From an optimization exercise on the open Yosys and OpenROAD flow, aimed at small area and a short achievable clock period; shortcuts taken in it are not production practice. Only simulation tests tie the RTL to the original design; equivalence was not proved. The clock port is modelled as an ideal driver, which makes a skipped or thinned clock tree look cheaper than it is; a real chip needs a root buffer or a tree.

==> wip/zinc: inputs <==
Design fehel_flit_rx, start of the top module:
module fehel_flit_rx (
    input  wire        clk,
    input  wire        rst,
    input  wire        in_valid,
    input  wire [63:0] in_data,
    output reg         res_valid,
    output reg         res_crc_ok,
    output wire        res_ctrl,
    output wire [3:0]  res_err,        
    output wire [4:0]  res_msgs,
    output wire [19:0] res_vc_slots,   
    output wire [11:0] res_fseq,
    output wire [11:0] res_fack
);
==> flow/config.mk <==
export PLATFORM = sky130hd
export DESIGN_NAME = fehel_flit_rx
export DESIGN_NICKNAME = fehel_flit_rx
export VERILOG_FILES = /design/flow/design.v
export SDC_FILE = /design/flow/constraint.sdc
export NUM_CORES = 4
export LEC_CHECK = 0
export CAP_MARGIN = 20
export CORE_MARGIN = 2
export CORE_UTILIZATION = 55
export SLEW_MARGIN = 20
==> flow/constraint.sdc <==
create_clock -name core_clock -period 12.0 [get_ports {clk}]
set_input_delay 2.4000 -clock core_clock [delete_from_list [all_inputs] [get_ports {clk}]]
set_output_delay 2.4000 -clock core_clock [all_outputs]
set_load 0.01 [all_outputs]
standard.sh (not shown) runs the stock make flow with config.mk's settings and CLKGATE_MAP_FILE= SYNTH_SCRIPT=/design/flow/synth_recipe.tcl, a recipe that flattens the netlist after the stock synthesis.
==> flow/flow/run.sh <==
#!/bin/bash
# Layout: the standard ORFS flow (standard.sh), with these changes:
#  - every port gets a plain buf_1 as its port buffer;
#  - clock tree: two short levels of clock buffers (flow/cts_manual.tcl,
#    8 leaf buffers under 4 root buffers);
#  - the timing repair after CTS and after global routing aims for a setup
#    slack margin of 8.75 ns.
#  Placement settings: PLACE_DENSITY=0.65. Repair settings: none.
# Each make call's output goes to its own make_*.log; ORFS keeps each tool's
# log under orfs/logs/.
set -euo pipefail
H=$PWD
B="BUFFER_PORTS_ARGS=-buffer_cell sky130_fd_sc_hd__buf_1"
C="PRE_CTS_TCL=$H/flow/cts_manual.tcl"
bash standard.sh "$B" "$C" synth > make_synth.log 2>&1
bash standard.sh "$B" "$C" PLACE_DENSITY=0.65 floorplan place > make_place.log 2>&1
bash standard.sh "$B" "$C" PLACE_DENSITY=0.65 SETUP_SLACK_MARGIN=8.75  cts > make_cts.log 2>&1
bash standard.sh "$B" "$C" PLACE_DENSITY=0.65 SETUP_SLACK_MARGIN=8.75  finish > make_finish.log 2>&1
==> flow/flow/cts_manual.tcl <==
# Sourced by ORFS's cts.tcl as PRE_CTS_TCL. Replaces clock_tree_synthesis
# with a short two-level clock tree: the registers are split by location
# into NLEAF groups of equal size (halving by x, then by y, ...), each driven
# by a leaf clock buffer at the group's centre; the leaf buffers are split
# the same way into NROOT groups, each driven by a root clock buffer at its
# centre. The clock port feeds only the NROOT root buffers, and every
# register sees exactly one root and one leaf buffer.

proc mcts_split { items n } {
  set groups [list $items]
  set axis 0
  while { [llength $groups] < $n } {
    set ng {}
    foreach g $groups {
      set s [lsort -integer -index $axis $g]
      set h [expr { [llength $s] / 2 }]
      lappend ng [lrange $s 0 [expr { $h - 1 }]] [lrange $s $h end]
    }
    set groups $ng
    set axis [expr { 1 - $axis }]
  }
  return $groups
}

proc mcts_drive { block master name in_net group } {
  # group: list of {x y iterm}; returns {cx cy A-iterm}
  set sx 0; set sy 0
  foreach s $group { incr sx [lindex $s 0]; incr sy [lindex $s 1] }
  set n [llength $group]
  set cx [expr { $sx / $n }]
  set cy [expr { $sy / $n }]
  set inst [odb::dbInst_create $block $master $name]
  set net [odb::dbNet_create $block "${name}_net"]
  $net setSigType CLOCK
  [$inst findITerm X] connect $net
  foreach s $group {
    set it [lindex $s 2]
    $it disconnect
    $it connect $net
  }
  $inst setLocation [expr { $cx - [$master getWidth] / 2 }] [expr { $cy - [$master getHeight] / 2 }]
  $inst setPlacementStatus PLACED
  set a [$inst findITerm A]
  $a connect $in_net
  puts "manual_cts: $name drives $n pins at ($cx, $cy)"
  return [list $cx $cy $a]
}

proc manual_cts { } {
  set nleaf 8
  set nroot 4
  if { [info exists ::env(MCTS_NLEAF)] } { set nleaf $::env(MCTS_NLEAF) }
  if { [info exists ::env(MCTS_NROOT)] } { set nroot $::env(MCTS_NROOT) }
  set block [ord::get_db_block]
  set db [ord::get_db]
  set leafcell sky130_fd_sc_hd__clkbuf_16
  set rootcell sky130_fd_sc_hd__clkbuf_16
  if { [info exists ::env(MCTS_LEAF)] } { set leafcell $::env(MCTS_LEAF) }
  if { [info exists ::env(MCTS_ROOT)] } { set rootcell $::env(MCTS_ROOT) }
  set leafm [$db findMaster $leafcell]
  set rootm [$db findMaster $rootcell]
  set clk_net [$block findNet clk]
  set sinks {}
  foreach it [$clk_net getITerms] {
    set bb [[$it getInst] getBBox]
    lappend sinks [list [expr { ([$bb xMin] + [$bb xMax]) / 2 }] \
                        [expr { ([$bb yMin] + [$bb yMax]) / 2 }] $it]
  }
  set leaves {}
  set k 0
  foreach g [mcts_split $sinks $nleaf] {
    lappend leaves [mcts_drive $block $leafm "clkbuf_leaf_$k" $clk_net $g]
    incr k
  }
  set k 0
  foreach g [mcts_split $leaves $nroot] {
    mcts_drive $block $rootm "clkbuf_root_$k" $clk_net $g
    incr k
  }
  $clk_net setSigType CLOCK
  set_propagated_clock [all_clocks]
}

rename clock_tree_synthesis orig_clock_tree_synthesis
proc clock_tree_synthesis { args } {
  manual_cts
}
==> wip/garnet: changes against wip/zinc <==
--- a/flow/design.v
+++ b/flow/design.v
@@ -889,23 +889,27 @@
     wire crc_good = &u;
     reg        hdr_ev;     
     reg        slot_ev;    
     reg        last_ev;    
     reg  [7:0] op_r;
     reg  [4:0] len_r;
-    wire [5:0] beat_inc   = beat + 6'd1;
-    wire       slot_beat  = beat[0] && (beat != 6'd63);
-    wire       last_beat  = (beat == 6'd63);
     always @(posedge clk) begin
-        op_r    <= in_data[7:0];
-        len_r   <= in_data[12:8];
-        hdr_ev  <= !rst && in_valid && first;
-        slot_ev <= !rst && in_valid && slot_beat;
-        last_ev <= !rst && in_valid && last_beat;
-        if (rst || in_valid)
-            beat <= beat_inc & {6{!rst}};
+        op_r  <= in_data[7:0];
+        len_r <= in_data[12:8];
+        if (rst) begin
+            beat    <= 6'd0;
+            hdr_ev  <= 1'b0;
+            slot_ev <= 1'b0;
+            last_ev <= 1'b0;
+        end else begin
+            hdr_ev  <= in_valid && first;
+            slot_ev <= in_valid && beat[0] && (beat != 6'd63);
+            last_ev <= in_valid && (beat == 6'd63);
+            if (in_valid)
+                beat <= beat + 6'd1;
+        end
     end
     reg  [11:0] fseq;
     reg  [11:0] fack;
     reg         ctrl;
     reg         ftype_err;
     wire [3:0]  h_ftype = ~u[63:60];
@@ -1003,19 +1007,29 @@
             if (inc && inc_vc == 2'd1) vc1 <= vc1 + 5'd1;
             if (inc && inc_vc == 2'd2) vc2 <= vc2 + 5'd1;
             if (inc && inc_vc == 2'd3) vc3 <= vc3 + 5'd1;
         end
     end
     wire any_err = ftype_err | cont_err | opcode_err | len_err;
-    wire carry_ld = last_ev && crc_good && (any_err || !ctrl);
     always @(posedge clk) begin
         res_crc_ok <= crc_good;
-        res_valid  <= !rst && last_ev;
-        if (rst || carry_ld) begin
-            carry    <= (any_err || rst) ? 5'd0 : rem;
-            carry_vc <= (any_err || rst) ? 2'd0 : cur_vc;
+        if (rst) begin
+            res_valid <= 1'b0;
+            carry     <= 5'd0;
+            carry_vc  <= 2'd0;
+        end else begin
+            res_valid <= last_ev;
+            if (last_ev && crc_good) begin
+                if (any_err) begin
+                    carry    <= 5'd0;
+                    carry_vc <= 2'd0;
+                end else if (!ctrl) begin
+                    carry    <= rem;
+                    carry_vc <= cur_vc;
+                end
+            end
         end
     end
     assign res_ctrl     = ctrl;
     assign res_err      = {len_err, opcode_err, cont_err, ftype_err};
     assign res_msgs     = msgs;
     assign res_vc_slots = {vc3, vc2, vc1, vc0};
==> flow/run.sh (new file) <==
#!/bin/bash
# synth_recipe.tcl (not shown) runs the flow's synth.tcl, then flattens the netlist and writes it again
# the make line also repeats each setting of config.mk as NAME=value (left out here)
make -C /OpenROAD-flow-scripts/flow DESIGN_CONFIG=/design/flow/config.mk WORK_HOME=/design/flow/orfs CLKGATE_MAP_FILE= SYNTH_SCRIPT=/design/flow/synth_recipe.tcl finish
CORE_UTILIZATION = 40   (was 55)
removed: flow/flow/run.sh
removed: flow/flow/cts_manual.tcl
removed: flow/standard.sh
==> impl_metrics.tcl <==
set metrics [dict create \
    status "no timing/DRC/antenna violations" \
    use_met2 0.6471 \
    row_count 59 \
    seq_share 0.2595 \
    rrSetupSlack_ns 8.72 \
    grt_pass1_wl_um 80900 \
    met2_length_um 25480 \
]
That was wip/zinc.
==> impl_metrics.tcl <==
set metrics [dict create \
    seq_share 0.2395 \
    use_met2 0.5241 \
    rrSetupSlack_ns 8.27 \
    status "no timing/DRC/antenna violations" \
    grt_pass1_wl_um 85990 \
]
That was wip/garnet.
The clock cells of wip/zinc come from the design's own scripts or RTL, not from TritonCTS.

---

==> run D <==
fehel_flit_rx again, from the RTL that the note above started with.
clock: 12.0 ns
lec_check: 0
cap_margin: 20
core_margin: 2
core_utilization: 55
slew_margin: 20
==> flow/flow/run.sh <==
#!/bin/bash
# Layout: the standard ORFS flow (standard.sh), with these changes:
#  - every port gets a plain buf_1 as its port buffer;
#  - clock tree: two short levels of clock buffers (flow/cts_manual.tcl,
#    8 leaf buffers under 4 root buffers);
#  - the timing repair after CTS and after global routing aims for a setup
#    slack margin of 8.7 ns.
#  Placement settings: none. Repair settings: none.
# Each make call's output goes to its own make_*.log; ORFS keeps each tool's
# log under orfs/logs/.
set -euo pipefail
H=$PWD
B="BUFFER_PORTS_ARGS=-buffer_cell sky130_fd_sc_hd__buf_1"
C="PRE_CTS_TCL=$H/flow/cts_manual.tcl"
bash standard.sh "$B" "$C" synth > make_synth.log 2>&1
bash standard.sh "$B" "$C"  floorplan place > make_place.log 2>&1
bash standard.sh "$B" "$C"  SETUP_SLACK_MARGIN=8.7  cts > make_cts.log 2>&1
bash standard.sh "$B" "$C"  SETUP_SLACK_MARGIN=8.7  finish > make_finish.log 2>&1
Other scripts of this flow, unchanged in this note and not shown: flow/flow/cts_manual.tcl
==> run X: changes against run D <==
==> flow/flow/run.sh (replaced) <==
#!/bin/bash
# Layout: the standard ORFS flow (standard.sh), with these changes:
#  - every port gets a plain buf_1 as its port buffer;
#  - clock tree: two short levels of clock buffers (flow/cts_manual.tcl,
#    8 leaf buffers under 4 root buffers);
#  - the timing repair after CTS and after global routing aims for a setup
#    slack margin of 8.75 ns.
#  Placement settings: PLACE_DENSITY=0.75. Repair settings: none.
# Each make call's output goes to its own make_*.log; ORFS keeps each tool's
# log under orfs/logs/.
set -euo pipefail
H=$PWD
B="BUFFER_PORTS_ARGS=-buffer_cell sky130_fd_sc_hd__buf_1"
C="PRE_CTS_TCL=$H/flow/cts_manual.tcl"
bash standard.sh "$B" "$C" synth > make_synth.log 2>&1
bash standard.sh "$B" "$C" PLACE_DENSITY=0.75 floorplan place > make_place.log 2>&1
bash standard.sh "$B" "$C" PLACE_DENSITY=0.75 SETUP_SLACK_MARGIN=8.75  cts > make_cts.log 2>&1
bash standard.sh "$B" "$C" PLACE_DENSITY=0.75 SETUP_SLACK_MARGIN=8.75  finish > make_finish.log 2>&1
==> comparison table <==
| quantity | run D | run X |
|---|---|---|
| Run status | complete, no violations | complete, no violations |
| CP Data Arrival Time | 3.39 ns | 3.33 ns |
| Worst-margin pin slew | 1.215 ns | 0.9700 ns |
| Layout overhead on the synthesized area | 12.09% | 12.82% |
| Delay contributed by the slowest stage of the critical path | 0.95 ns | 0.84 ns |
| Met2 usage | 60.47% | 60.35% |
| Worst reg2reg setup slack | 8.67 ns | 8.69 ns |
| Met1 track utilization from global routing | 46.81% | 51.86% |
| Final instance area | 0.01650 sq mm | 0.01661 sq mm |
| Global routing usage on met3 | 7.303% | 8.390% |
| Vias after detailed routing | 11071 | 11218 |
| DR iter-0 viols | 1175 | 1289 |
| End of the critical path | u[59] | u[10] |
| Sequential cell area share | 26.17% | 26.09% |
| Post-Place Cell Area | 0.01540 sq mm | 0.01548 sq mm |
| Pre-CTS setup slack | 7.783 ns | 7.712 ns |
| Minimum period implied by the final worst setup slack | 3.331 ns | 3.305 ns |
| Detailed-route vias per instance | 5.727 | 5.812 |
No run of this note takes its clock network from TritonCTS; it comes from the design's own scripts or RTL.

[afterwards: timing with drivers on the ports]
The flow's constraints put no driver on any port. The routed layouts listed below were extracted and timed again, unchanged, in two steps. Step 1: set_driving_cell puts a clkbuf_16 on clk and a buf_2 on each other input, an assumption about the parent block. Step 2 times the ports against the registers' clock, not the clock port: input delays grow and output delays shrink by t, the midpoint of the rising clock arrivals with the driver on. Slacks: ideal ports / drivers / drivers and shift; pairs: ideal ports / drivers.
| run | t (ns) | setup slack, ns | hold slack, ns | worst data-port slew with drivers (ns) | cell pins on the clock port's net |
|---|---|---|---|---|---|
| wip/zinc | 0.416 | 8.717 / 8.639 / 8.490 | 0.487 / 0.487 / 0.487 | 0.06 | 4 |
| wip/garnet | 0.522 | 8.155 / 8.097 / 7.875 | 0.467 / 0.467 / 0.467 | 0.06 | 1 |
| run D | 0.405 | 8.669 / 8.627 / 8.456 | 0.483 / 0.483 / 0.483 | 0.05 | 4 |
| run X | 0.407 | 8.695 / 8.640 / 8.450 | 0.477 / 0.477 / 0.477 | 0.05 | 4 |
After both steps every run listed still meets setup and hold. The setup slack of wip/garnet, which loses most, moves by -0.058 ns with the drivers and by -0.280 ns with both steps.
